This is an optimization exercise on Yosys and OpenROAD, whose aim is small area, a short achievable clock period and few clock cycles per item, not a production implementation.
In this exercise RTL edits were held to simulation tests only and were not proved equivalent to the original.
Power figures rest on the tool's default switching activity, not on a simulated workload.

==> flow/design.v <==
module bch_dec (
    input  wire        clk,
    input  wire        rst,
    input  wire        in_valid,
    output wire        in_ready,
    input  wire [63:0] in_data,
    output reg         out_valid,
    output wire        out_fail,       
    output wire [1:0]  out_nerr,       
    output wire [10:0] out_pos0,       
    output wire [10:0] out_pos1,
    output wire [10:0] out_pos2
);
    function [10:0] gf_mul(input [10:0] a, input [10:0] b);
        integer i;
        begin
            gf_mul = 11'd0;
            for (i = 10; i >= 0; i = i - 1) begin
                gf_mul = {gf_mul[9:0], 1'b0} ^ (gf_mul[10] ? 11'h005 : 11'h000);
                if (b[i]) gf_mul = gf_mul ^ a;
            end
        end
    endfunction
    function tr(input [10:0] x);    
        tr = x[0] ^ x[9];
    endfunction
    function [10:0] f_sq1(input [10:0] x);
        begin
            f_sq1[0] = x[0] ^ x[10];
            f_sq1[1] = x[6];
            f_sq1[2] = x[1] ^ x[10];
            f_sq1[3] = x[6] ^ x[7];
            f_sq1[4] = x[2];
            f_sq1[5] = x[7] ^ x[8];
            f_sq1[6] = x[3];
            f_sq1[7] = x[8] ^ x[9];
            f_sq1[8] = x[4];
            f_sq1[9] = x[9] ^ x[10];
            f_sq1[10] = x[5];
        end
    endfunction
    function [10:0] f_sq2(input [10:0] x);
        begin
            f_sq2[0] = x[0] ^ x[5] ^ x[10];
            f_sq2[1] = x[3];
            f_sq2[2] = x[5] ^ x[6];
            f_sq2[3] = x[3] ^ x[8] ^ x[9];
            f_sq2[4] = x[1] ^ x[10];
            f_sq2[5] = x[4] ^ x[8] ^ x[9];
            f_sq2[6] = x[6] ^ x[7];
            f_sq2[7] = x[4] ^ x[9] ^ x[10];
            f_sq2[8] = x[2];
            f_sq2[9] = x[5] ^ x[9] ^ x[10];
            f_sq2[10] = x[7] ^ x[8];
        end
    endfunction
    function [10:0] f_sq3(input [10:0] x);
        begin
            f_sq3[0] = x[0] ^ x[5] ^ x[7] ^ x[8] ^ x[10];
            f_sq3[1] = x[6] ^ x[7];
            f_sq3[2] = x[3] ^ x[7] ^ x[8];
            f_sq3[3] = x[4] ^ x[6] ^ x[7] ^ x[9] ^ x[10];
            f_sq3[4] = x[5] ^ x[6];
            f_sq3[5] = x[2] ^ x[4] ^ x[9] ^ x[10];
            f_sq3[6] = x[3] ^ x[8] ^ x[9];
            f_sq3[7] = x[2] ^ x[5] ^ x[9] ^ x[10];
            f_sq3[8] = x[1] ^ x[10];
            f_sq3[9] = x[5] ^ x[7] ^ x[8] ^ x[9] ^ x[10];
            f_sq3[10] = x[4] ^ x[8] ^ x[9];
        end
    endfunction
    function [10:0] f_sq5(input [10:0] x);
        begin
            f_sq5[0] = x[0] ^ x[2] ^ x[5] ^ x[7];
            f_sq5[1] = x[4] ^ x[6] ^ x[7] ^ x[9] ^ x[10];
            f_sq5[2] = x[2] ^ x[3] ^ x[4] ^ x[8] ^ x[10];
            f_sq5[3] = x[1] ^ x[4] ^ x[5] ^ x[6] ^ x[8] ^ x[10];
            f_sq5[4] = x[4] ^ x[6] ^ x[7] ^ x[8] ^ x[9];
            f_sq5[5] = x[1] ^ x[6] ^ x[7] ^ x[8] ^ x[9];
            f_sq5[6] = x[2] ^ x[3] ^ x[5] ^ x[8] ^ x[10];
            f_sq5[7] = x[4] ^ x[6] ^ x[7] ^ x[10];
            f_sq5[8] = x[3] ^ x[7] ^ x[8];
            f_sq5[9] = x[2] ^ x[5] ^ x[7] ^ x[9];
            f_sq5[10] = x[1] ^ x[2] ^ x[5] ^ x[9];
        end
    endfunction
    function [10:0] f_sq6(input [10:0] x);
        begin
            f_sq6[0] = x[0] ^ x[1] ^ x[7] ^ x[9];
            f_sq6[1] = x[2] ^ x[3] ^ x[5] ^ x[8] ^ x[10];
            f_sq6[2] = x[1] ^ x[2] ^ x[4] ^ x[5] ^ x[6] ^ x[7] ^ x[10];
            f_sq6[3] = x[2] ^ x[3] ^ x[4] ^ x[5] ^ x[6] ^ x[7] ^ x[8];
            f_sq6[4] = x[2] ^ x[3] ^ x[4] ^ x[8] ^ x[10];
            f_sq6[5] = x[3] ^ x[4] ^ x[6] ^ x[8] ^ x[10];
            f_sq6[6] = x[1] ^ x[4] ^ x[5] ^ x[6] ^ x[8] ^ x[10];
            f_sq6[7] = x[2] ^ x[3] ^ x[5] ^ x[8] ^ x[9];
            f_sq6[8] = x[4] ^ x[6] ^ x[7] ^ x[8] ^ x[9];
            f_sq6[9] = x[1] ^ x[7];
            f_sq6[10] = x[1] ^ x[6] ^ x[7] ^ x[8] ^ x[9];
        end
    endfunction
    function [10:0] f_sq9(input [10:0] x);
        begin
            f_sq9[0] = x[0] ^ x[2] ^ x[5] ^ x[6] ^ x[7] ^ x[10];
            f_sq9[1] = x[1] ^ x[2] ^ x[3] ^ x[4] ^ x[6] ^ x[9] ^ x[10];
            f_sq9[2] = x[8];
            f_sq9[3] = x[1];
            f_sq9[4] = x[1] ^ x[3] ^ x[5];
            f_sq9[5] = x[1] ^ x[3] ^ x[5] ^ x[7] ^ x[9];
            f_sq9[6] = x[1] ^ x[2] ^ x[3] ^ x[5] ^ x[7] ^ x[9];
            f_sq9[7] = x[1] ^ x[2] ^ x[3] ^ x[5] ^ x[6] ^ x[7] ^ x[9];
            f_sq9[8] = x[1] ^ x[2] ^ x[3] ^ x[5] ^ x[6] ^ x[7] ^ x[9] ^ x[10];
            f_sq9[9] = x[2] ^ x[5] ^ x[6] ^ x[7] ^ x[9] ^ x[10];
            f_sq9[10] = x[1] ^ x[2] ^ x[3] ^ x[6] ^ x[9] ^ x[10];
        end
    endfunction
    function [10:0] f_sqrt(input [10:0] x);
        begin
            f_sqrt[0] = x[0] ^ x[1] ^ x[3] ^ x[5] ^ x[7] ^ x[9];
            f_sqrt[1] = x[1] ^ x[2] ^ x[3] ^ x[5] ^ x[7] ^ x[9];
            f_sqrt[2] = x[4];
            f_sqrt[3] = x[6];
            f_sqrt[4] = x[8];
            f_sqrt[5] = x[10];
            f_sqrt[6] = x[1];
            f_sqrt[7] = x[1] ^ x[3];
            f_sqrt[8] = x[1] ^ x[3] ^ x[5];
            f_sqrt[9] = x[1] ^ x[3] ^ x[5] ^ x[7];
            f_sqrt[10] = x[1] ^ x[3] ^ x[5] ^ x[7] ^ x[9];
        end
    endfunction
    function [10:0] f_ht(input [10:0] x);
        begin
            f_ht[0] = x[5] ^ x[7] ^ x[9] ^ x[10];
            f_ht[1] = x[2] ^ x[3] ^ x[4] ^ x[5] ^ x[6] ^ x[8] ^ x[10];
            f_ht[2] = x[3] ^ x[4] ^ x[5] ^ x[6] ^ x[8] ^ x[9] ^ x[10];
            f_ht[3] = x[1] ^ x[2] ^ x[3] ^ x[4] ^ x[5] ^ x[8] ^ x[10];
            f_ht[4] = x[3] ^ x[5] ^ x[6] ^ x[8] ^ x[9] ^ x[10];
            f_ht[5] = x[9] ^ x[10];
            f_ht[6] = x[1] ^ x[2] ^ x[3] ^ x[4] ^ x[5] ^ x[6] ^ x[8] ^ x[10];
            f_ht[7] = x[3] ^ x[6];
            f_ht[8] = x[3] ^ x[5] ^ x[6] ^ x[9] ^ x[10];
            f_ht[9] = x[5] ^ x[7] ^ x[9] ^ x[10];
            f_ht[10] = x[9];
        end
    endfunction
    function [10:0] f_htsq(input [10:0] x);
        begin
            f_htsq[0] = x[5] ^ x[7] ^ x[10];
            f_htsq[1] = x[1] ^ x[2] ^ x[3] ^ x[4] ^ x[5] ^ x[6] ^ x[8] ^ x[10];
            f_htsq[2] = x[2] ^ x[3] ^ x[4] ^ x[5] ^ x[6] ^ x[8] ^ x[9] ^ x[10];
            f_htsq[3] = x[1] ^ x[2] ^ x[4] ^ x[5] ^ x[8] ^ x[10];
            f_htsq[4] = x[3] ^ x[4] ^ x[5] ^ x[6] ^ x[8] ^ x[9] ^ x[10];
            f_htsq[5] = x[5] ^ x[9] ^ x[10];
            f_htsq[6] = x[1] ^ x[2] ^ x[3] ^ x[4] ^ x[5] ^ x[8] ^ x[10];
            f_htsq[7] = x[3] ^ x[6] ^ x[7];
            f_htsq[8] = x[3] ^ x[5] ^ x[6] ^ x[8] ^ x[9] ^ x[10];
            f_htsq[9] = x[5] ^ x[7] ^ x[10];
            f_htsq[10] = x[9] ^ x[10];
        end
    endfunction
    function [4:0] f_t23(input [10:0] x);
        reg [22:0] m;
        begin
            m[0] = (x == 11'd1);
            m[1] = (x == 11'd167);
            m[2] = (x == 11'd174);
            m[3] = (x == 11'd281);
            m[4] = (x == 11'd319);
            m[5] = (x == 11'd322);
            m[6] = (x == 11'd378);
            m[7] = (x == 11'd418);
            m[8] = (x == 11'd481);
            m[9] = (x == 11'd552);
            m[10] = (x == 11'd637);
            m[11] = (x == 11'd1085);
            m[12] = (x == 11'd1148);
            m[13] = (x == 11'd1155);
            m[14] = (x == 11'd1164);
            m[15] = (x == 11'd1518);
            m[16] = (x == 11'd1525);
            m[17] = (x == 11'd1728);
            m[18] = (x == 11'd1747);
            m[19] = (x == 11'd1876);
            m[20] = (x == 11'd1887);
            m[21] = (x == 11'd1942);
            m[22] = (x == 11'd2011);
            f_t23[0] = m[2] | m[4] | m[6] | m[7] | m[8] | m[10] | m[11] | m[14] | m[15] | m[16] | m[22];
            f_t23[1] = m[5] | m[10] | m[12] | m[13] | m[14] | m[15] | m[16] | m[18] | m[19] | m[21] | m[22];
            f_t23[2] = m[2] | m[3] | m[4] | m[5] | m[7] | m[9] | m[10] | m[18] | m[20] | m[21] | m[22];
            f_t23[3] = m[3] | m[4] | m[5] | m[10] | m[11] | m[12] | m[15] | m[17];
            f_t23[4] = m[1] | m[6] | m[7] | m[14] | m[18] | m[19] | m[20];
        end
    endfunction
    function [11:0] f_t89(input [10:1] x);
        reg [88:0] m;
        begin
            m[0] = (x == 10'd0);
            m[1] = (x == 10'd16);
            m[2] = (x == 10'd17);
            m[3] = (x == 10'd56);
            m[4] = (x == 10'd59);
            m[5] = (x == 10'd78);
            m[6] = (x == 10'd81);
            m[7] = (x == 10'd89);
            m[8] = (x == 10'd96);
            m[9] = (x == 10'd103);
            m[10] = (x == 10'd110);
            m[11] = (x == 10'd116);
            m[12] = (x == 10'd125);
            m[13] = (x == 10'd144);
            m[14] = (x == 10'd166);
            m[15] = (x == 10'd185);
            m[16] = (x == 10'd188);
            m[17] = (x == 10'd195);
            m[18] = (x == 10'd199);
            m[19] = (x == 10'd207);
            m[20] = (x == 10'd212);
            m[21] = (x == 10'd233);
            m[22] = (x == 10'd238);
            m[23] = (x == 10'd243);
            m[24] = (x == 10'd252);
            m[25] = (x == 10'd258);
            m[26] = (x == 10'd266);
            m[27] = (x == 10'd304);
            m[28] = (x == 10'd307);
            m[29] = (x == 10'd321);
            m[30] = (x == 10'd328);
            m[31] = (x == 10'd342);
            m[32] = (x == 10'd368);
            m[33] = (x == 10'd388);
            m[34] = (x == 10'd411);
            m[35] = (x == 10'd412);
            m[36] = (x == 10'd441);
            m[37] = (x == 10'd456);
            m[38] = (x == 10'd468);
            m[39] = (x == 10'd504);
            m[40] = (x == 10'd506);
            m[41] = (x == 10'd512);
            m[42] = (x == 10'd514);
            m[43] = (x == 10'd534);
            m[44] = (x == 10'd535);
            m[45] = (x == 10'd561);
            m[46] = (x == 10'd568);
            m[47] = (x == 10'd587);
            m[48] = (x == 10'd592);
            m[49] = (x == 10'd596);
            m[50] = (x == 10'd612);
            m[51] = (x == 10'd618);
            m[52] = (x == 10'd623);
            m[53] = (x == 10'd645);
            m[54] = (x == 10'd654);
            m[55] = (x == 10'd655);
            m[56] = (x == 10'd662);
            m[57] = (x == 10'd666);
            m[58] = (x == 10'd691);
            m[59] = (x == 10'd727);
            m[60] = (x == 10'd731);
            m[61] = (x == 10'd737);
            m[62] = (x == 10'd755);
            m[63] = (x == 10'd756);
            m[64] = (x == 10'd757);
            m[65] = (x == 10'd773);
            m[66] = (x == 10'd790);
            m[67] = (x == 10'd804);
            m[68] = (x == 10'd808);
            m[69] = (x == 10'd810);
            m[70] = (x == 10'd822);
            m[71] = (x == 10'd837);
            m[72] = (x == 10'd841);
            m[73] = (x == 10'd847);
            m[74] = (x == 10'd849);
            m[75] = (x == 10'd861);
            m[76] = (x == 10'd865);
            m[77] = (x == 10'd867);
            m[78] = (x == 10'd876);
            m[79] = (x == 10'd890);
            m[80] = (x == 10'd892);
            m[81] = (x == 10'd897);
            m[82] = (x == 10'd903);
            m[83] = (x == 10'd905);
            m[84] = (x == 10'd919);
            m[85] = (x == 10'd922);
            m[86] = (x == 10'd944);
            m[87] = (x == 10'd972);
            m[88] = (x == 10'd986);
            f_t89[0] = m[1] | m[3] | m[5] | m[7] | m[8] | m[9] | m[10] | m[11] | m[13] | m[14] | m[18] | m[21] | m[22] | m[25] | m[26] | m[28] | m[29] | m[30] | m[31] | m[32] | m[33] | m[34] | m[38] | m[41] | m[43] | m[46] | m[49] | m[52] | m[56] | m[57] | m[62] | m[64] | m[68] | m[69] | m[71] | m[73] | m[74] | m[77] | m[80] | m[81] | m[82] | m[84] | m[86] | m[87];
            f_t89[1] = m[2] | m[4] | m[5] | m[8] | m[9] | m[12] | m[13] | m[15] | m[16] | m[17] | m[19] | m[22] | m[24] | m[26] | m[27] | m[28] | m[29] | m[32] | m[33] | m[34] | m[36] | m[37] | m[43] | m[44] | m[45] | m[48] | m[52] | m[53] | m[57] | m[64] | m[67] | m[68] | m[70] | m[71] | m[72] | m[76] | m[77] | m[79] | m[81] | m[84] | m[85] | m[86] | m[87] | m[88];
            f_t89[2] = m[1] | m[2] | m[4] | m[6] | m[7] | m[8] | m[11] | m[13] | m[14] | m[16] | m[18] | m[20] | m[21] | m[26] | m[27] | m[28] | m[29] | m[31] | m[34] | m[36] | m[37] | m[42] | m[43] | m[44] | m[46] | m[48] | m[54] | m[55] | m[58] | m[59] | m[60] | m[61] | m[65] | m[66] | m[69] | m[73] | m[74] | m[76] | m[77] | m[81] | m[85] | m[86] | m[87] | m[88];
            f_t89[3] = m[2] | m[3] | m[5] | m[6] | m[8] | m[9] | m[11] | m[12] | m[17] | m[18] | m[19] | m[21] | m[22] | m[24] | m[25] | m[26] | m[29] | m[30] | m[32] | m[37] | m[38] | m[39] | m[40] | m[42] | m[43] | m[44] | m[45] | m[46] | m[48] | m[50] | m[51] | m[52] | m[54] | m[55] | m[62] | m[66] | m[74] | m[75] | m[78] | m[85] | m[87];
            f_t89[4] = m[1] | m[2] | m[4] | m[5] | m[7] | m[16] | m[17] | m[21] | m[22] | m[23] | m[26] | m[28] | m[30] | m[34] | m[36] | m[37] | m[38] | m[39] | m[40] | m[41] | m[42] | m[43] | m[45] | m[51] | m[53] | m[56] | m[58] | m[61] | m[63] | m[64] | m[65] | m[66] | m[67] | m[71] | m[72] | m[73] | m[74] | m[80] | m[81] | m[83] | m[84];
            f_t89[5] = m[3] | m[7] | m[16] | m[17] | m[18] | m[20] | m[22] | m[24] | m[28] | m[30] | m[33] | m[37] | m[42] | m[43] | m[47] | m[49] | m[51] | m[52] | m[55] | m[65] | m[67] | m[69] | m[71] | m[74] | m[75] | m[76] | m[79] | m[80] | m[83] | m[85] | m[86] | m[87];
            f_t89[6] = m[1] | m[6] | m[19] | m[25] | m[27] | m[29] | m[31] | m[32] | m[35] | m[36] | m[39] | m[41] | m[44] | m[46] | m[50] | m[53] | m[60] | m[61] | m[63] | m[68] | m[70] | m[77] | m[81] | m[82] | m[84];
            f_t89[7] = m[2] | m[3] | m[6] | m[7] | m[10] | m[11] | m[13] | m[15] | m[16] | m[17] | m[20] | m[21] | m[22] | m[24] | m[26] | m[27] | m[32] | m[33] | m[35] | m[38] | m[39] | m[40] | m[41] | m[42] | m[46] | m[48] | m[52] | m[53] | m[54] | m[58] | m[64] | m[65] | m[69] | m[70] | m[72] | m[77] | m[78] | m[81] | m[82] | m[83] | m[84] | m[87] | m[88];
            f_t89[8] = m[1] | m[5] | m[8] | m[10] | m[11] | m[14] | m[15] | m[17] | m[19] | m[20] | m[22] | m[23] | m[25] | m[27] | m[33] | m[36] | m[37] | m[38] | m[40] | m[41] | m[42] | m[43] | m[45] | m[48] | m[50] | m[53] | m[54] | m[56] | m[57] | m[59] | m[61] | m[66] | m[67] | m[69] | m[71] | m[74] | m[75] | m[76] | m[77] | m[80] | m[83] | m[84] | m[86] | m[87];
            f_t89[9] = m[2] | m[5] | m[6] | m[7] | m[9] | m[10] | m[12] | m[13] | m[14] | m[15] | m[16] | m[19] | m[21] | m[25] | m[26] | m[27] | m[28] | m[29] | m[30] | m[32] | m[38] | m[40] | m[44] | m[45] | m[46] | m[47] | m[49] | m[50] | m[51] | m[57] | m[59] | m[62] | m[63] | m[65] | m[66] | m[67] | m[71] | m[77] | m[78] | m[79] | m[80] | m[83] | m[87] | m[88];
            f_t89[10] = m[1] | m[2] | m[4] | m[5] | m[6] | m[7] | m[10] | m[11] | m[12] | m[13] | m[18] | m[20] | m[22] | m[23] | m[24] | m[25] | m[27] | m[29] | m[37] | m[39] | m[40] | m[49] | m[51] | m[53] | m[59] | m[60] | m[64] | m[67] | m[82] | m[86] | m[87];
            f_t89[11] = m[3] | m[8] | m[17] | m[21] | m[28] | m[32] | m[33] | m[35] | m[41] | m[44] | m[45] | m[47] | m[50] | m[54] | m[55] | m[57] | m[61] | m[62] | m[65] | m[68] | m[72] | m[73] | m[74] | m[76] | m[80] | m[81] | m[88];
        end
    endfunction
    reg  [4:0]  widx;                  
    reg         in_rdy;
    reg  [63:0] in_r;                  
    reg         take_r, last_r;
    reg  [10:0] acc1, acc3, acc5;
    reg         b_busy;
    reg  [4:0]  b_cnt;                 
    wire [16:0] b_st = 17'd1 << b_cnt;
    assign in_ready = in_rdy;
    wire take = in_valid && in_rdy;
    wire [96:0] syn_in = {acc5, acc3, acc1, in_r};
    wire [32:0] syn_out;
    wire syn_x97 = syn_in[55] ^ syn_in[56];
    wire syn_x98 = syn_in[52] ^ syn_in[60];
    wire syn_x99 = syn_in[47] ^ syn_in[51];
    wire syn_x100 = syn_in[28] ^ syn_in[39];
    wire syn_x101 = syn_in[27] ^ syn_in[38];
    wire syn_x102 = syn_in[13] ^ syn_in[61];
    wire syn_x103 = syn_in[43] ^ syn_in[45];
    wire syn_x104 = syn_in[57] ^ syn_in[58];
    wire syn_x105 = syn_in[26] ^ syn_in[44];
    wire syn_x106 = syn_in[23] ^ syn_in[59];
    wire syn_x107 = syn_in[29] ^ syn_in[40];
    wire syn_x108 = syn_in[15] ^ syn_in[33];
    wire syn_x109 = syn_in[46] ^ syn_in[50];
    wire syn_x110 = syn_in[37] ^ syn_in[53];
    wire syn_x111 = syn_in[31] ^ syn_in[54];
    wire syn_x112 = syn_in[16] ^ syn_in[34];
    wire syn_x113 = syn_in[30] ^ syn_in[41];
    wire syn_x114 = syn_in[36] ^ syn_in[42];
    wire syn_x115 = syn_in[25] ^ syn_in[48];
    wire syn_x116 = syn_in[17] ^ syn_in[35];
    wire syn_x117 = syn_in[95] ^ syn_in[96];
    wire syn_x118 = syn_in[22] ^ syn_x97;
    wire syn_x119 = syn_in[14] ^ syn_in[62];
    wire syn_x120 = syn_in[20] ^ syn_in[24];
    wire syn_x121 = syn_in[63] ^ syn_x101;
    wire syn_x122 = syn_x98 ^ syn_x100;
    wire syn_x123 = syn_in[93] ^ syn_in[94];
    wire syn_x124 = syn_x99 ^ syn_x106;
    wire syn_x125 = syn_in[65] ^ syn_in[74];
    wire syn_x126 = syn_in[91] ^ syn_x117;
    wire syn_x127 = syn_in[32] ^ syn_x115;
    wire syn_x128 = syn_x102 ^ syn_x104;
    wire syn_x129 = syn_in[49] ^ syn_x103;
    wire syn_x130 = syn_in[19] ^ syn_in[63];
    wire syn_x131 = syn_in[59] ^ syn_x108;
    wire syn_x132 = syn_in[12] ^ syn_in[56];
    wire syn_x133 = syn_in[87] ^ syn_in[92];
    wire syn_x134 = syn_in[21] ^ syn_in[34];
    wire syn_x135 = syn_in[69] ^ syn_in[73];
    wire syn_x136 = syn_in[11] ^ syn_in[33];
    wire syn_x137 = syn_in[76] ^ syn_x109;
    wire syn_x138 = syn_in[68] ^ syn_in[72];
    wire syn_x139 = syn_in[66] ^ syn_in[70];
    wire syn_x140 = syn_in[18] ^ syn_in[62];
    wire syn_x141 = syn_in[27] ^ syn_x112;
    wire syn_x142 = syn_in[52] ^ syn_x105;
    wire syn_x143 = syn_in[10] ^ syn_x111;
    wire syn_x144 = syn_in[12] ^ syn_in[90];
    wire syn_x145 = syn_in[25] ^ syn_x99;
    wire syn_x146 = syn_in[89] ^ syn_x123;
    wire syn_x147 = syn_in[79] ^ syn_in[82];
    wire syn_x148 = syn_x107 ^ syn_x126;
    wire syn_x149 = syn_in[6] ^ syn_x119;
    wire syn_x150 = syn_in[80] ^ syn_in[83];
    wire syn_x151 = syn_in[61] ^ syn_x110;
    wire syn_x152 = syn_in[67] ^ syn_in[71];
    wire syn_x153 = syn_in[48] ^ syn_x113;
    wire syn_x154 = syn_in[4] ^ syn_in[60];
    wire syn_x155 = syn_in[51] ^ syn_x131;
    wire syn_x156 = syn_in[35] ^ syn_x147;
    wire syn_x157 = syn_in[21] ^ syn_in[31];
    wire syn_x158 = syn_in[38] ^ syn_x136;
    wire syn_x159 = syn_in[45] ^ syn_in[81];
    wire syn_x160 = syn_in[86] ^ syn_x133;
    wire syn_x161 = syn_in[5] ^ syn_x106;
    wire syn_x162 = syn_in[75] ^ syn_in[84];
    wire syn_x163 = syn_in[88] ^ syn_x105;
    wire syn_x164 = syn_in[3] ^ syn_x104;
    wire syn_x165 = syn_in[10] ^ syn_in[32];
    wire syn_x166 = syn_in[8] ^ syn_x97;
    wire syn_x167 = syn_in[7] ^ syn_x140;
    wire syn_x168 = syn_x132 ^ syn_x134;
    wire syn_x169 = syn_x125 ^ syn_x135;
    wire syn_x170 = syn_in[77] ^ syn_x150;
    wire syn_x171 = syn_in[8] ^ syn_x118;
    wire syn_x172 = syn_in[11] ^ syn_x121;
    wire syn_x173 = syn_in[49] ^ syn_x152;
    wire syn_x174 = syn_in[23] ^ syn_in[36];
    wire syn_x175 = syn_in[31] ^ syn_in[35];
    wire syn_x176 = syn_in[18] ^ syn_x122;
    wire syn_x177 = syn_in[15] ^ syn_x103;
    wire syn_x178 = syn_in[57] ^ syn_x120;
    wire syn_x179 = syn_in[44] ^ syn_in[47];
    wire syn_x180 = syn_in[7] ^ syn_in[26];
    wire syn_x181 = syn_in[24] ^ syn_x145;
    wire syn_x182 = syn_in[85] ^ syn_x129;
    wire syn_x183 = syn_in[36] ^ syn_x98;
    wire syn_x184 = syn_in[39] ^ syn_x139;
    wire syn_x185 = syn_in[50] ^ syn_x138;
    wire syn_x186 = syn_x109 ^ syn_x128;
    wire syn_x187 = syn_x116 ^ syn_x172;
    wire syn_x188 = syn_in[78] ^ syn_x137;
    wire syn_x189 = syn_x143 ^ syn_x180;
    wire syn_x190 = syn_in[37] ^ syn_x127;
    wire syn_x191 = syn_x114 ^ syn_x124;
    wire syn_x192 = syn_in[20] ^ syn_x113;
    wire syn_x193 = syn_in[9] ^ syn_in[40];
    wire syn_x194 = syn_in[58] ^ syn_x118;
    wire syn_x195 = syn_in[41] ^ syn_in[54];
    wire syn_x196 = syn_x111 ^ syn_x114;
    wire syn_x197 = syn_in[42] ^ syn_x157;
    wire syn_x198 = syn_in[47] ^ syn_x164;
    wire syn_x199 = syn_x108 ^ syn_x181;
    wire syn_x200 = syn_in[79] ^ syn_x132;
    wire syn_x201 = syn_x158 ^ syn_x194;
    wire syn_x202 = syn_in[73] ^ syn_x130;
    wire syn_x203 = syn_in[19] ^ syn_in[60];
    wire syn_x204 = syn_in[82] ^ syn_x107;
    wire syn_x205 = syn_in[7] ^ syn_x133;
    wire syn_x206 = syn_in[53] ^ syn_x141;
    wire syn_x207 = syn_in[25] ^ syn_x107;
    wire syn_x208 = syn_in[2] ^ syn_x178;
    wire syn_x209 = syn_x110 ^ syn_x182;
    wire syn_x210 = syn_in[55] ^ syn_x187;
    wire syn_x211 = syn_x101 ^ syn_x165;
    wire syn_x212 = syn_in[43] ^ syn_x207;
    wire syn_x213 = syn_x120 ^ syn_x177;
    wire syn_x214 = syn_in[59] ^ syn_x186;
    wire syn_x215 = syn_in[28] ^ syn_x102;
    wire syn_x216 = syn_in[51] ^ syn_x161;
    wire syn_x217 = syn_in[52] ^ syn_in[84];
    wire syn_x218 = syn_in[49] ^ syn_x131;
    wire syn_x219 = syn_in[50] ^ syn_in[91];
    wire syn_x220 = syn_x117 ^ syn_x163;
    wire syn_x221 = syn_x153 ^ syn_x197;
    wire syn_x222 = syn_x173 ^ syn_x175;
    wire syn_x223 = syn_x146 ^ syn_x220;
    wire syn_x224 = syn_in[32] ^ syn_in[94];
    wire syn_x225 = syn_in[55] ^ syn_x195;
    wire syn_x226 = syn_in[9] ^ syn_in[30];
    wire syn_x227 = syn_x193 ^ syn_x196;
    wire syn_x228 = syn_in[44] ^ syn_x156;
    wire syn_x229 = syn_in[86] ^ syn_x148;
    wire syn_x230 = syn_in[22] ^ syn_x162;
    wire syn_x231 = syn_x206 ^ syn_x214;
    wire syn_x232 = syn_in[70] ^ syn_x112;
    wire syn_x233 = syn_in[11] ^ syn_in[29];
    wire syn_x234 = syn_in[71] ^ syn_x116;
    wire syn_x235 = syn_in[0] ^ syn_x201;
    wire syn_x236 = syn_x136 ^ syn_x166;
    wire syn_x237 = syn_x123 ^ syn_x160;
    wire syn_x238 = syn_x151 ^ syn_x234;
    wire syn_x239 = syn_in[42] ^ syn_in[64];
    wire syn_x240 = syn_x102 ^ syn_x190;
    wire syn_x241 = syn_in[13] ^ syn_x104;
    wire syn_x242 = syn_x168 ^ syn_x184;
    wire syn_x243 = syn_in[49] ^ syn_x159;
    wire syn_x244 = syn_x149 ^ syn_x226;
    wire syn_x245 = syn_in[43] ^ syn_in[46];
    wire syn_x246 = syn_in[77] ^ syn_x105;
    wire syn_x247 = syn_x115 ^ syn_x204;
    wire syn_x248 = syn_in[45] ^ syn_x122;
    wire syn_x249 = syn_in[16] ^ syn_x215;
    wire syn_x250 = syn_in[88] ^ syn_x141;
    wire syn_x251 = syn_in[53] ^ syn_x121;
    wire syn_x252 = syn_in[30] ^ syn_x223;
    wire syn_x253 = syn_in[1] ^ syn_x103;
    wire syn_x254 = syn_x176 ^ syn_x200;
    wire syn_x255 = syn_x125 ^ syn_x242;
    wire syn_x256 = syn_in[14] ^ syn_x171;
    wire syn_x257 = syn_in[14] ^ syn_x185;
    wire syn_x258 = syn_in[17] ^ syn_x233;
    wire syn_x259 = syn_x119 ^ syn_x191;
    wire syn_x260 = syn_x112 ^ syn_x144;
    wire syn_x261 = syn_in[19] ^ syn_x110;
    wire syn_x262 = syn_x183 ^ syn_x232;
    wire syn_x263 = syn_x192 ^ syn_x218;
    wire syn_x264 = syn_x155 ^ syn_x241;
    assign syn_out[0] = syn_in[20] ^ syn_in[66] ^ syn_x107 ^ syn_x169 ^ syn_x179 ^ syn_x235 ^ syn_x239;
    assign syn_out[1] = syn_in[57] ^ syn_in[67] ^ syn_x106 ^ syn_x153 ^ syn_x253 ^ syn_x255;
    assign syn_out[2] = syn_in[13] ^ syn_in[29] ^ syn_in[46] ^ syn_in[47] ^ syn_in[60] ^ syn_in[64] ^ syn_in[68] ^ syn_x97 ^ syn_x158 ^ syn_x169 ^ syn_x208 ^ syn_x222;
    assign syn_out[3] = syn_in[30] ^ syn_in[36] ^ syn_in[61] ^ syn_in[69] ^ syn_x127 ^ syn_x198 ^ syn_x255 ^ syn_x257;
    assign syn_out[4] = syn_in[4] ^ syn_in[22] ^ syn_in[26] ^ syn_in[37] ^ syn_in[40] ^ syn_in[48] ^ syn_in[62] ^ syn_x135 ^ syn_x139 ^ syn_x222 ^ syn_x264;
    assign syn_out[5] = syn_in[32] ^ syn_in[41] ^ syn_in[58] ^ syn_in[74] ^ syn_x121 ^ syn_x161 ^ syn_x173 ^ syn_x257 ^ syn_x262;
    assign syn_out[6] = syn_in[6] ^ syn_in[24] ^ syn_in[60] ^ syn_x100 ^ syn_x135 ^ syn_x155 ^ syn_x185 ^ syn_x238 ^ syn_x239;
    assign syn_out[7] = syn_in[38] ^ syn_in[51] ^ syn_in[54] ^ syn_in[61] ^ syn_in[72] ^ syn_x167 ^ syn_x169 ^ syn_x212 ^ syn_x262;
    assign syn_out[8] = syn_in[8] ^ syn_in[55] ^ syn_in[62] ^ syn_in[74] ^ syn_x113 ^ syn_x142 ^ syn_x184 ^ syn_x202 ^ syn_x238;
    assign syn_out[9] = syn_in[20] ^ syn_in[45] ^ syn_in[56] ^ syn_in[64] ^ syn_in[72] ^ syn_in[74] ^ syn_x140 ^ syn_x152 ^ syn_x227 ^ syn_x251;
    assign syn_out[10] = syn_in[21] ^ syn_in[37] ^ syn_in[57] ^ syn_in[64] ^ syn_in[65] ^ syn_x100 ^ syn_x138 ^ syn_x165 ^ syn_x202 ^ syn_x225 ^ syn_x245;
    assign syn_out[11] = syn_in[48] ^ syn_in[54] ^ syn_in[83] ^ syn_in[85] ^ syn_x100 ^ syn_x109 ^ syn_x142 ^ syn_x156 ^ syn_x159 ^ syn_x235 ^ syn_x259;
    assign syn_out[12] = syn_in[4] ^ syn_in[15] ^ syn_in[52] ^ syn_x100 ^ syn_x130 ^ syn_x150 ^ syn_x189 ^ syn_x230 ^ syn_x231 ^ syn_x247;
    assign syn_out[13] = syn_in[39] ^ syn_in[53] ^ syn_in[76] ^ syn_x127 ^ syn_x129 ^ syn_x130 ^ syn_x191 ^ syn_x192 ^ syn_x217 ^ syn_x228 ^ syn_x236;
    assign syn_out[14] = syn_in[1] ^ syn_in[12] ^ syn_in[19] ^ syn_in[37] ^ syn_in[50] ^ syn_in[75] ^ syn_x154 ^ syn_x170 ^ syn_x174 ^ syn_x181 ^ syn_x182 ^ syn_x189 ^ syn_x194 ^ syn_x249;
    assign syn_out[15] = syn_in[5] ^ syn_in[16] ^ syn_in[81] ^ syn_x124 ^ syn_x188 ^ syn_x203 ^ syn_x210 ^ syn_x212 ^ syn_x230;
    assign syn_out[16] = syn_in[33] ^ syn_in[48] ^ syn_in[75] ^ syn_x98 ^ syn_x137 ^ syn_x147 ^ syn_x168 ^ syn_x178 ^ syn_x209 ^ syn_x227 ^ syn_x246;
    assign syn_out[17] = syn_x101 ^ syn_x119 ^ syn_x142 ^ syn_x166 ^ syn_x170 ^ syn_x188 ^ syn_x208 ^ syn_x216 ^ syn_x240 ^ syn_x258;
    assign syn_out[18] = syn_in[6] ^ syn_in[17] ^ syn_in[61] ^ syn_in[78] ^ syn_in[81] ^ syn_x99 ^ syn_x120 ^ syn_x153 ^ syn_x162 ^ syn_x174 ^ syn_x246 ^ syn_x254;
    assign syn_out[19] = syn_in[22] ^ syn_in[80] ^ syn_x128 ^ syn_x134 ^ syn_x145 ^ syn_x188 ^ syn_x209 ^ syn_x211 ^ syn_x225 ^ syn_x228;
    assign syn_out[20] = syn_in[21] ^ syn_in[26] ^ syn_x164 ^ syn_x170 ^ syn_x199 ^ syn_x243 ^ syn_x244 ^ syn_x251 ^ syn_x254;
    assign syn_out[21] = syn_in[24] ^ syn_in[27] ^ syn_in[57] ^ syn_in[78] ^ syn_in[80] ^ syn_x102 ^ syn_x167 ^ syn_x197 ^ syn_x217 ^ syn_x243 ^ syn_x247 ^ syn_x261;
    assign syn_out[22] = syn_in[0] ^ syn_in[90] ^ syn_x148 ^ syn_x154 ^ syn_x221 ^ syn_x224 ^ syn_x231 ^ syn_x236;
    assign syn_out[23] = syn_in[56] ^ syn_in[92] ^ syn_x98 ^ syn_x116 ^ syn_x124 ^ syn_x128 ^ syn_x213 ^ syn_x229 ^ syn_x244 ^ syn_x261;
    assign syn_out[24] = syn_in[21] ^ syn_in[28] ^ syn_in[95] ^ syn_x118 ^ syn_x129 ^ syn_x144 ^ syn_x154 ^ syn_x167 ^ syn_x187 ^ syn_x195 ^ syn_x219 ^ syn_x237 ^ syn_x264;
    assign syn_out[25] = syn_in[5] ^ syn_x99 ^ syn_x148 ^ syn_x149 ^ syn_x163 ^ syn_x183 ^ syn_x211 ^ syn_x237 ^ syn_x245 ^ syn_x249 ^ syn_x263;
    assign syn_out[26] = syn_in[3] ^ syn_in[39] ^ syn_in[43] ^ syn_x116 ^ syn_x134 ^ syn_x196 ^ syn_x199 ^ syn_x205 ^ syn_x252 ^ syn_x256;
    assign syn_out[27] = syn_in[22] ^ syn_in[24] ^ syn_in[46] ^ syn_x101 ^ syn_x143 ^ syn_x151 ^ syn_x203 ^ syn_x252 ^ syn_x253 ^ syn_x259 ^ syn_x260;
    assign syn_out[28] = syn_in[89] ^ syn_x97 ^ syn_x144 ^ syn_x189 ^ syn_x198 ^ syn_x224 ^ syn_x229 ^ syn_x248 ^ syn_x263;
    assign syn_out[29] = syn_in[29] ^ syn_in[44] ^ syn_x114 ^ syn_x126 ^ syn_x130 ^ syn_x160 ^ syn_x176 ^ syn_x186 ^ syn_x216 ^ syn_x256 ^ syn_x260;
    assign syn_out[30] = syn_in[63] ^ syn_in[93] ^ syn_in[96] ^ syn_x108 ^ syn_x149 ^ syn_x151 ^ syn_x179 ^ syn_x205 ^ syn_x219 ^ syn_x221 ^ syn_x248 ^ syn_x250 ^ syn_x258;
    assign syn_out[31] = syn_in[4] ^ syn_in[18] ^ syn_in[57] ^ syn_in[92] ^ syn_x142 ^ syn_x146 ^ syn_x171 ^ syn_x174 ^ syn_x175 ^ syn_x177 ^ syn_x190 ^ syn_x193 ^ syn_x250;
    assign syn_out[32] = syn_in[2] ^ syn_in[23] ^ syn_in[46] ^ syn_in[62] ^ syn_in[90] ^ syn_in[95] ^ syn_x111 ^ syn_x122 ^ syn_x146 ^ syn_x179 ^ syn_x210 ^ syn_x213 ^ syn_x240;
    wire       b_load = take_r && last_r;
    wire       b_pass;                 
    wire [4:0] widx_n = take ? ((widx == 5'd19) ? 5'd0 : widx + 5'd1) : widx;
    wire       b_busy_n = b_load || (b_busy && !b_pass);
    always @(posedge clk) begin
        in_r   <= in_data & {{16{1'b1}}, {48{widx != 5'd19}}};
        last_r <= (widx == 5'd19);
        if (rst) begin
            take_r <= 1'b0;
            widx   <= 5'd0;
            in_rdy <= 1'b1;
            acc1   <= 11'd0;
            acc3   <= 11'd0;
            acc5   <= 11'd0;
        end else begin
            widx   <= widx_n;
            take_r <= take;
            in_rdy <= (widx_n != 5'd19) || !b_busy_n;
            if (take_r) begin
                acc1 <= last_r ? 11'd0 : syn_out[10:0];
                acc3 <= last_r ? 11'd0 : syn_out[21:11];
                acc5 <= last_r ? 11'd0 : syn_out[32:22];
            end
        end
    end
    reg [10:0] b_s1, b_s3, b_s5, b_r1, b_d, b_x, b_a, b_p;
    reg        b_allz, b_case2, b_dz, b_trk;
    wire       c_busy;
    wire [4:0] d_cnt;
    assign     b_pass = b_busy && b_st[16] && !c_busy && (d_cnt >= 5'd6);
    wire [4:0]  b_cn = b_load ? 5'd0 : b_st[16] ? b_cnt : b_cnt + 5'd1;
    wire [16:0] b_nx = 17'd1 << b_cn;
    wire b_c2 = b_case2, b_c3 = !b_case2;
    reg [6:0] b_sa;                    
    reg [8:0] b_sb;                    
    always @(posedge clk) begin
        b_sa <= {b_nx[10] | b_nx[15],                                      
                 b_nx[8],                                                  
                 b_nx[6],                                                  
                 b_nx[2] | b_nx[4] | (b_nx[11] & b_c2),                    
                 b_nx[13] & b_c3,                                          
                 b_nx[1] | b_nx[7] | (b_nx[11] & b_c3) | b_nx[12] | b_nx[14],  
                 b_nx[0] | b_nx[3] | (b_nx[13] & b_c2)};                   
        b_sb <= {b_nx[14],                                                 
                 b_nx[13] & b_c3,                                          
                 b_nx[12],                                                 
                 b_nx[2] | b_nx[10],                                       
                 b_nx[8] | b_nx[11],                                       
                 b_nx[7],                                                  
                 b_nx[6] | (b_nx[13] & b_c2),                              
                 b_nx[3] | b_nx[4] | b_nx[15],                             
                 b_nx[0] | b_nx[1]};                                       
    end
    wire [10:0] b_ma =
        ({11{b_sa[0]}} & b_s1) |
        ({11{b_sa[1]}} & b_p) |
        ({11{b_sa[2]}} & b_s3) |
        ({11{b_sa[3]}} & b_d) |
        ({11{b_sa[4]}} & f_sq1(b_x)) |
        ({11{b_sa[5]}} & b_x) |
        ({11{b_sa[6]}} & b_a);
    wire [10:0] b_mb =
        ({11{b_sb[0]}} & f_sq1(b_s1)) |
        ({11{b_sb[1]}} & b_s5) |
        ({11{b_sb[2]}} & b_x) |
        ({11{b_sb[3]}} & f_sq2(b_p)) |
        ({11{b_sb[4]}} & f_sq1(b_p)) |
        ({11{b_sb[5]}} & b_s3) |
        ({11{b_sb[6]}} & f_sq2(b_d)) |
        ({11{b_sb[7]}} & f_sq1(b_a)) |
        ({11{b_sb[8]}} & f_sq2(b_s5));
    wire [10:0] b_m = gf_mul(b_ma, b_mb);
    always @(posedge clk) begin
        if (rst) begin
            b_busy <= 1'b0;
        end else if (b_load) begin
            b_busy <= 1'b1;
        end else if (b_pass) begin
            b_busy <= 1'b0;
        end
        if (rst) begin
            b_cnt <= 5'd16;
        end else begin
            b_cnt <= b_cn;
        end
        if (b_load) begin
            b_s1 <= syn_out[10:0];
            b_s3 <= syn_out[21:11];
            b_s5 <= syn_out[32:22];
        end
        if (!b_st[16]) b_p <= b_m;
        if (b_st[0])  b_allz <= (b_s1 == 11'd0) && (b_s3 == 11'd0) && (b_s5 == 11'd0);
        if (b_st[1])  begin b_r1 <= b_p; b_d <= b_p ^ b_s3; end
        if (b_st[2])  b_s5 <= b_p ^ b_s5;
        if (b_st[3])  begin b_s3 <= b_p; b_dz <= (b_d == 11'd0); end
        if (b_st[4])  b_case2 <= (b_p == b_s3);
        if (b_st[5])  b_x <= b_case2 ? b_r1 : b_p;
        if (b_st[9])  begin b_s3 <= f_sq5(b_p); b_a <= b_p; end
        if (b_st[11]) b_a <= b_p;
        if (b_st[12]) begin b_s3 <= b_p; b_trk <= tr(b_p); if (b_c2) b_x <= f_ht(b_p); end
        if (b_st[13] & b_c3) b_r1 <= b_p;
        if (b_st[14]) b_r1 <= b_dz ? b_s1 : b_c2 ? b_p : b_r1;
        if (b_st[15]) b_x <= b_p;
    end
    reg        c_bsy;
    reg [3:0]  c_cnt;                  
    wire [12:0] c_st = 13'd1 << c_cnt;
    reg [10:0] c_s1, c_c, c_ic, c_sp, c_za, c_zb, c_p;
    reg [1:0]  c_n;
    reg        c_fail, c_ok;
    wire       d_busy;
    assign     c_busy = c_bsy;
    wire       c_pass = c_bsy && c_st[12] && !d_busy;
    wire       c_k3 = (c_n == 2'd3);
    wire       b_k3 = !b_allz && !b_dz && !b_case2;
    wire [3:0]  c_cn = b_pass ? 4'd0 : c_st[12] ? c_cnt : c_cnt + 4'd1;
    wire [12:0] c_nx = 13'd1 << c_cn;
    reg c_rs, c_rp;
    reg [3:0] c_sa;
    reg [2:0] c_sb;
    always @(posedge clk) begin
        c_rs <= c_nx[0] | c_nx[1] | c_nx[3] | c_nx[6];
        c_rp <= c_nx[2] | c_nx[4] | c_nx[5];
        c_sa <= {c_nx[9], c_nx[8] | c_nx[10], c_nx[7],
                 c_nx[0] | c_nx[1] | c_nx[2] | c_nx[3] | c_nx[4] | c_nx[5] | c_nx[6]};
        c_sb <= {c_nx[10], c_nx[7],
                 c_nx[0] | c_nx[1] | c_nx[2] | c_nx[3] | c_nx[4] | c_nx[5] | c_nx[6] |
                 c_nx[8] | c_nx[9]};
    end
    wire [10:0] c_pc = c_p ^ c_c;
    wire [10:0] c_ma =
        ({11{c_sa[0]}} & c_pc) |
        ({11{c_sa[1]}} & c_ic) |
        ({11{c_sa[2]}} & c_sp) |
        ({11{c_sa[3]}} & c_c);
    wire [10:0] c_mb =
        ({11{c_sb[0]}} & c_za) |
        ({11{c_sb[1]}} & (f_sq1(c_za) ^ 11'd1)) |
        ({11{c_sb[2]}} & c_p);
    wire [10:0] c_m = gf_mul(c_ma, c_mb);
    always @(posedge clk) begin
        if (rst) begin
            c_bsy <= 1'b0;
        end else if (b_pass) begin
            c_bsy <= 1'b1;
        end else if (c_pass) begin
            c_bsy <= 1'b0;
        end
        if (rst) begin
            c_cnt <= 4'd12;
        end else begin
            c_cnt <= c_cn;
        end
        c_p <= b_pass ? 11'd0 : c_m;
        if (b_pass) begin
            c_s1   <= b_s1;
            c_n    <= b_allz ? 2'd0 : b_dz ? 2'd1 : b_case2 ? 2'd2 : 2'd3;
            c_fail <= !b_allz && (b_dz ? !(b_s5 == 11'd0 && b_s1 != 11'd0) :
                                  b_case2 ? b_trk : (b_s5 == 11'd0 || !tr(b_x)));
            c_c  <= b_r1;
            c_ic <= b_k3 ? b_x : b_r1 ^ b_s1;
            c_za <= f_sq1(b_r1);
            c_sp <= b_p;
        end
        if (c_rs) c_za <= f_sq1(c_za);
        if (c_rp) c_za <= f_sq1(c_pc);
        if (c_st[7]) c_ok <= (c_pc == f_sq2(c_za));
        if (c_st[8] & c_k3) c_c <= f_htsq(c_p);
        if (c_st[9])  c_zb <= c_p;
        if (c_st[10] & c_k3) c_c <= c_zb ^ c_s1;
        if (c_st[11] & c_k3) begin c_ic <= c_p ^ c_s1; c_s1 <= c_zb ^ c_p ^ c_s1; end
    end
    reg        d_bsy;
    reg [4:0]  d_cn_r;                 
    assign     d_cnt = d_cn_r;
    wire [16:0] d_st = 17'd1 << d_cnt;
    reg [10:0] d_xr, d_x64, d_e5, d_e69;
    wire [10:0] d_e534 = d_e5;         
    reg [1:0]  d_n;
    reg        d_fail;
    reg [4:0]  d_a, d_b15, d_k;
    reg [6:0]  d_b;
    reg [11:0] d_kk;
    reg [10:0] d_q0, d_q1, d_q2;
    assign     d_busy = d_bsy;
    wire [4:0]  d_cn = c_pass ? 5'd0 : (d_cnt == 5'd17) ? d_cnt : d_cnt + 5'd1;
    wire [16:0] d_nx = 17'd1 << d_cn;
    reg d_p0, d_p1, d_p2;              
    always @(posedge clk) begin
        d_p0 <= d_nx[0] | d_nx[3] | d_nx[6];
        d_p1 <= d_nx[1] | d_nx[4] | d_nx[7];
        d_p2 <= d_nx[2] | d_nx[5] | d_nx[8];
    end
    wire [10:0] d_x  = d_xr;
    wire [10:0] d_ma = ({11{d_p0}} & d_x) | ({11{d_p1 | d_p2}} & d_e5);
    wire [10:0] d_mb = ({11{d_p0}} & f_sq2(d_x)) | ({11{d_p1}} & d_x64) |
                       ({11{d_p2}} & f_sq9(d_e69));
    wire [10:0] d_m = gf_mul(d_ma, d_mb);
    wire d_tab = d_st[3] | d_st[6] | d_st[9];
    wire d_key_st = d_st[6] | d_st[9] | d_st[12];
    wire [5:0]  d_kd  = {1'b0, d_a} - {1'b0, d_b15};
    wire [4:0]  d_kn  = d_kd[5] ? d_kd[4:0] + 5'd23 : d_kd[4:0];
    wire [11:0] d_pos = d_kk - {5'd0, d_b};
    wire        d_ok  = !d_pos[11] && (d_pos[10:0] <= 11'd1231);
    wire        d_use = d_st[6] ? (d_n != 2'd0) : d_st[9] ? d_n[1] : (d_n == 2'd3);
    wire [10:0] d_key = (d_use && d_ok) ? d_pos[10:0] : 11'h7ff;
    wire        d_sw01 = d_q1 < d_q0;
    wire        d_sw12 = d_q2 < d_q1;
    always @(posedge clk) begin
        if (rst) begin
            d_bsy     <= 1'b0;
            out_valid <= 1'b0;
        end else begin
            if (c_pass) d_bsy <= 1'b1;
            else if (d_st[16]) d_bsy <= 1'b0;
            out_valid <= d_bsy && d_st[16];
        end
        if (rst) begin
            d_cn_r <= 5'd17;
        end else begin
            d_cn_r <= d_cn;
        end
        if (c_pass) begin
            d_n    <= c_n;
            d_fail <= c_fail || (c_k3 && !c_ok);
        end else if (d_key_st && d_use && !d_ok) begin
            d_fail <= 1'b1;
        end
        if (d_p0) begin d_e5 <= d_m; d_x64 <= f_sq6(d_x); end
        if (c_pass)        d_xr <= c_c;
        else if (d_st[2])  d_xr <= c_ic;
        else if (d_st[5])  d_xr <= c_s1;
        if (d_p1) d_e69 <= d_m;
        if (d_p2) d_e5 <= d_m;
        if (d_tab) {d_b15, d_b} <= f_t89(d_e69[10:1]);
        d_a  <= f_t23(d_e534);
        d_k  <= d_kn;
        d_kk <= 12'd1279 - {7'd0, d_k} * 12'd89;
        if (d_key_st) begin d_q2 <= d_key; d_q1 <= d_q2; d_q0 <= d_q1; end
        if ((d_st[13] | d_st[15]) && d_sw01) begin d_q0 <= d_q1; d_q1 <= d_q0; end
        if (d_st[14] && d_sw12) begin d_q1 <= d_q2; d_q2 <= d_q1; end
        if (d_st[16]) begin
            if (d_fail || d_n == 2'd0) d_q0 <= 11'd0;
            if (d_fail || !d_n[1])     d_q1 <= 11'd0;
            if (d_fail || d_n != 2'd3) d_q2 <= 11'd0;
            if (d_fail)                d_n  <= 2'd0;
        end
    end
    assign out_fail = d_fail;
    assign out_nerr = d_n;
    assign out_pos0 = d_q0;
    assign out_pos1 = d_q1;
    assign out_pos2 = d_q2;
endmodule
==> flow/run.sh <==
#!/bin/bash
# synth_recipe.tcl (not shown) runs the flow's synth.tcl, then flattens the netlist and writes it again
# the make line also repeats each setting of config.mk as NAME=value (left out here)
make -C /OpenROAD-flow-scripts/flow DESIGN_CONFIG=/design/flow/config.mk WORK_HOME=/design/flow/orfs CLKGATE_MAP_FILE= SYNTH_SCRIPT=/design/flow/synth_recipe.tcl finish
==> flow/config.mk <==
export PLATFORM = sky130hd
export DESIGN_NAME = bch_dec
export DESIGN_NICKNAME = bch_dec
export VERILOG_FILES = /design/flow/design.v
export SDC_FILE = /design/flow/constraint.sdc
export NUM_CORES = 4
export LEC_CHECK = 0
export CAP_MARGIN = 20
export CORE_MARGIN = 2
export CORE_UTILIZATION = 60
export CTS_BUF_LIST = sky130_fd_sc_hd__clkbuf_8
export SLEW_MARGIN = 20
==> flow/constraint.sdc <==
create_clock -name core_clock -period 10.0 [get_ports {clk}]
set_input_delay 2.0000 -clock core_clock [delete_from_list [all_inputs] [get_ports {clk}]]
set_output_delay 2.0000 -clock core_clock [all_outputs]
set_load 0.01 [all_outputs]
==> flow_summary.yaml <==
status:
  outcome: "finished clean"
global_route:
  grt_max_degree: 53
  antenna_found_initial: 2
  grt_pass1_vias: 29700
  grt_overflow: 0
  grt_usage_pct: 41.6
  grt_first_pass_wirelength_um: 183000
timing:
  maxSlewViolCount: 0
  setup_ws_ns: 5.68
  fin_crit_sh_pct: 43.2
  final.setup.tns_ns: 0
  fin_skew_ns: 0.0380
  setup_violations: 0
  rsz0062_at_grt: "no"
  timing.fmax_mhz: 231
  min_period_ns: 4.32
  worst_pin_slew_ns: 1.12
  hold_viol: 0
  slew_headroom_pct: 25.2
clock_tree:
  cts.htree.levels: 3
  clock-sinks: 436
  clk_latency_ns: 0.68
  cts_setup_buffers: 0
  cts_hold_buffers: 0
  cts-resized-gates: 0
  cts-buffers-inserted: 74
  cts_buffer_depth: 3
  clk_pin_slew_ns: 0.07
  cts_tree: "done"
  cts-root-buf: "clkbuf_8"
floorplanning:
  start_util_pct: 61.0
  num_rows: 86
  pin_count: 105
  core_area_um2: 55300
  die_h_um: 241
  fp.dieW_um: 241
  die_area_um2: 58100
route:
  num_vias: 30600
  viasPerCell: 6.44
  ant_nets: 0
  wire_per_inst_um: 25.8
  drt_iter0_drc: 4378
  drc: 0
  first_pass_iters: 10
  routed_wl_um: 122000
layout:
  largestRegisters: "in_r: 64 flops, d_kk: 12 flops"
  finish.instance_area_um2: 36800
  final-seq-area_um2: 10800
  fin_nets: 4092
  multiInputGateArea_um2: 21600
  syn_to_final_growth_pct: 9.09
  largest_reg_flops: 64
  regMostFlops: "in_r"
  stdcell_count: 4747
  fill_cells: 4435
  drive_gt1_share_pct: 5.38
setup_path:
  worstSetupEndpoint: "d_e5[2]$_DFFE_PP_"
  crit_fanout: 26
  ff2ff_path_depth: 10
  slowest_delay_ns: 0.95
  crit_start: "d_e69[9]$_DFFE_PP_"
  path_buf_inv: 1
  worstPathArrival_ns: 4.70
  crit_path_frequent_cell: "xnor2_1"
  critical_path_depth: 10
  r2r-start: "d_e69[9]$_DFFE_PP_"
  path_delay_family: "XOR/XNOR gates"
  start_kind: "flop"
  critical_path.endpoint_type: "flop"
  cp_slowest_cell: "edfxtp_1"
  r2r-end: "d_e5[2]$_DFFE_PP_"
  r2r_setup_slack_ns: 5.68
  criticalPathCategory: "reg -> reg"
  cp.required_ns: 10.38
  crit_chain: "inv_1, xnor2_1, xnor2_1, o221ai_1, nand2_1, xnor2_1, xnor2_1, xnor2_1, xnor2_1, xnor2_1"
power_and_ir_drop:
  p_per_area_nw_per_um2: 215
  p_total_mw: 7.92
  cellLeakagePower_nw: 12.8
  peakVddDrop_uv: 251
logic_synthesis:
  yosysSeqAreaShare_pct: 32.0
  synth-async-reset-ratio_pct: 0
  syn_area_um2: 33700
  ys_types: 76
  synth_edf_count: 208
  synth_area_per_cell_um2: 8.51
  synth_cells: 3966
  synth-seq-cells: 436
  synthFlopType: "dfxtp_1"
  yosysWarnings: 1
  syn-num-nets: 4123
placement:
  dp_slack_ns: 5.86
  place_area_um2: 35100
  dp.cells: 4606
  io_buffers: 104
  hpwlAfterDp_um: 90500
  gp_congestion: 1.09
job:
  maxCapViolCount: 0
hold_path:
  hold_path.class: "reg -> reg"
## worst reg2reg max path, stage by stage (launching register included)
cell and delay [ns]:
edfxtp_1 0.95, inv_1 0.57, xnor2_1 0.50, xnor2_1 0.11, o221ai_1 0.78, nand2_1 0.14, xnor2_1 0.24, xnor2_1 0.13
xnor2_1 0.32, xnor2_1 0.18, xnor2_1 0.12
## cell type report
cell class | count | share of cell area (%)
Clock inverter | 51 | 1.33
Sequential cell | 436 | 29.4
Inverter | 100 | 1.02
Multi-Input combinational cell | 3168 | 58.6
Timing Repair Buffer | 155 | 3.85
Clock buffer | 87 | 3.25
Antenna cell | 2 | 0.0136
Tap cell | 748 | 2.54
## cells in the mapped netlist (all sizes together), types with 56 or more instances
| library cell | n | area, um^2 |
|---|---|---|
| inv | 99 | 372 |
| clkbuf | 218 | 818 |
| nor2b | 107 | 669 |
| edfxtp | 208 | 6250 |
| nand2 | 390 | 1460 |
| nor2 | 431 | 1620 |
| dfxtp | 228 | 4560 |
| nor3 | 56 | 280 |
| a22oi | 59 | 443 |
| a21oi | 174 | 871 |
| nand3 | 83 | 415 |
| xor2 | 279 | 2450 |
| xnor2 | 836 | 7360 |
| o21ai | 148 | 741 |
| ha | 82 | 1030 |
## worst min-delay path by stage
stage | from | endpoint | slack [ns] | depth (start not counted)
final | c_bsy$_SDFFE_PP0P_ | c_bsy$_SDFFE_PP0P_ | 0.49 | 2
after global routing | c_bsy$_SDFFE_PP0P_ | c_bsy$_SDFFE_PP0P_ | 0.51 | 2
after CTS | widx[1]$_SDFF_PP0_ | widx[1]$_SDFF_PP0_ | 0.49 | 2
after detailed placement | widx[1]$_SDFF_PP0_ | widx[1]$_SDFF_PP0_ | 0.49 | 2
after global placement | c_bsy$_SDFFE_PP0P_ | c_bsy$_SDFFE_PP0P_ | 0.47 | 2
after floorplan | c_p[10]$_SDFF_PP0_ | c_zb[10]$_DFFE_PP_ | 0.40 | 0
## where the power goes
part / total (mW) / switching [mW] / internal [mW]
Clock: 1.86 / 0.801 / 1.06
Sequential: 2.38 / 0.224 / 2.15
Combinational: 3.69 / 2.05 / 1.64
Total: 7.92 / 3.08 / 4.85
## stage by stage
step           hold WS (ns)  utilization [%]
2_1_floorplan         0.403                -
3_3_place_gp          0.471             63.4
3_5_place_dp          0.486             63.5
4_1_cts               0.494             66.5
5_1_grt               0.511             66.5
6_report              0.492             66.5
## cell families after synthesis
family                   share of synthesized area [%]
adder cells (fa/ha/maj)                           3.52
flip-flops                                        32.0
AO/OA/AOI/OAI                                     11.8
buffers and inverters                             4.18
XOR/XNOR                                          29.4
multiplexers                                      1.41
AND/OR/NAND/NOR                                   17.6
## layout by cell type (no fill, tap or decap), drive strengths merged, types with 26 or more instances in the layout
cell and n:
xnor2 836, nor2 431, nand2 390, xor2 279
dfxtp 228, edfxtp 208, a21oi 174, o21ai 148
inv 124, nor2b 107, clkdlybuf4s50 103, clkbuf 88
nand3 83, ha 82, a22oi 59, nor3 56
buf 51, a222oi 37, and3 37, nor4 35
nand2b 34, nand4 32, a31oi 26
## layer usage
layer	track usage, %	share of wire, %	vias up
li1	-	-	13300
met1	51.5	36	14500
met2	64.5	44	2265
met3	12.2	13	553
met4	24.7	7.0	2
met5	0	0.011	-
Testbench counts, summed over its fixed seeds: cycles 9,992, rows 480.

[re-timing with driven ports]
No port has a modelled driver above. Below, the same layout with a new extraction and two added sets of constraints.
Step 1 assumes that a clkbuf_16 drives the clock port and a buf_2 every other input.
Step 2 moves the port delays by t, midway between the first and last clock arrival at a register: inputs arrive t later, outputs are due t later. That takes back most of the time a late clock gives input paths.
Slacks: ideal / step 1 / step 2; pairs: ideal / step 1.
t (ns): 0.722
setup slack, ns: 5.680 / 5.680 / 5.680
worst setup path at the end: register to register
worst data-port slew with drivers (ns): 0.05
After both steps this run still meets setup and hold. For this run, drivers alone change the setup slack by 0.000 ns; drivers and shift together by 0.000 ns.
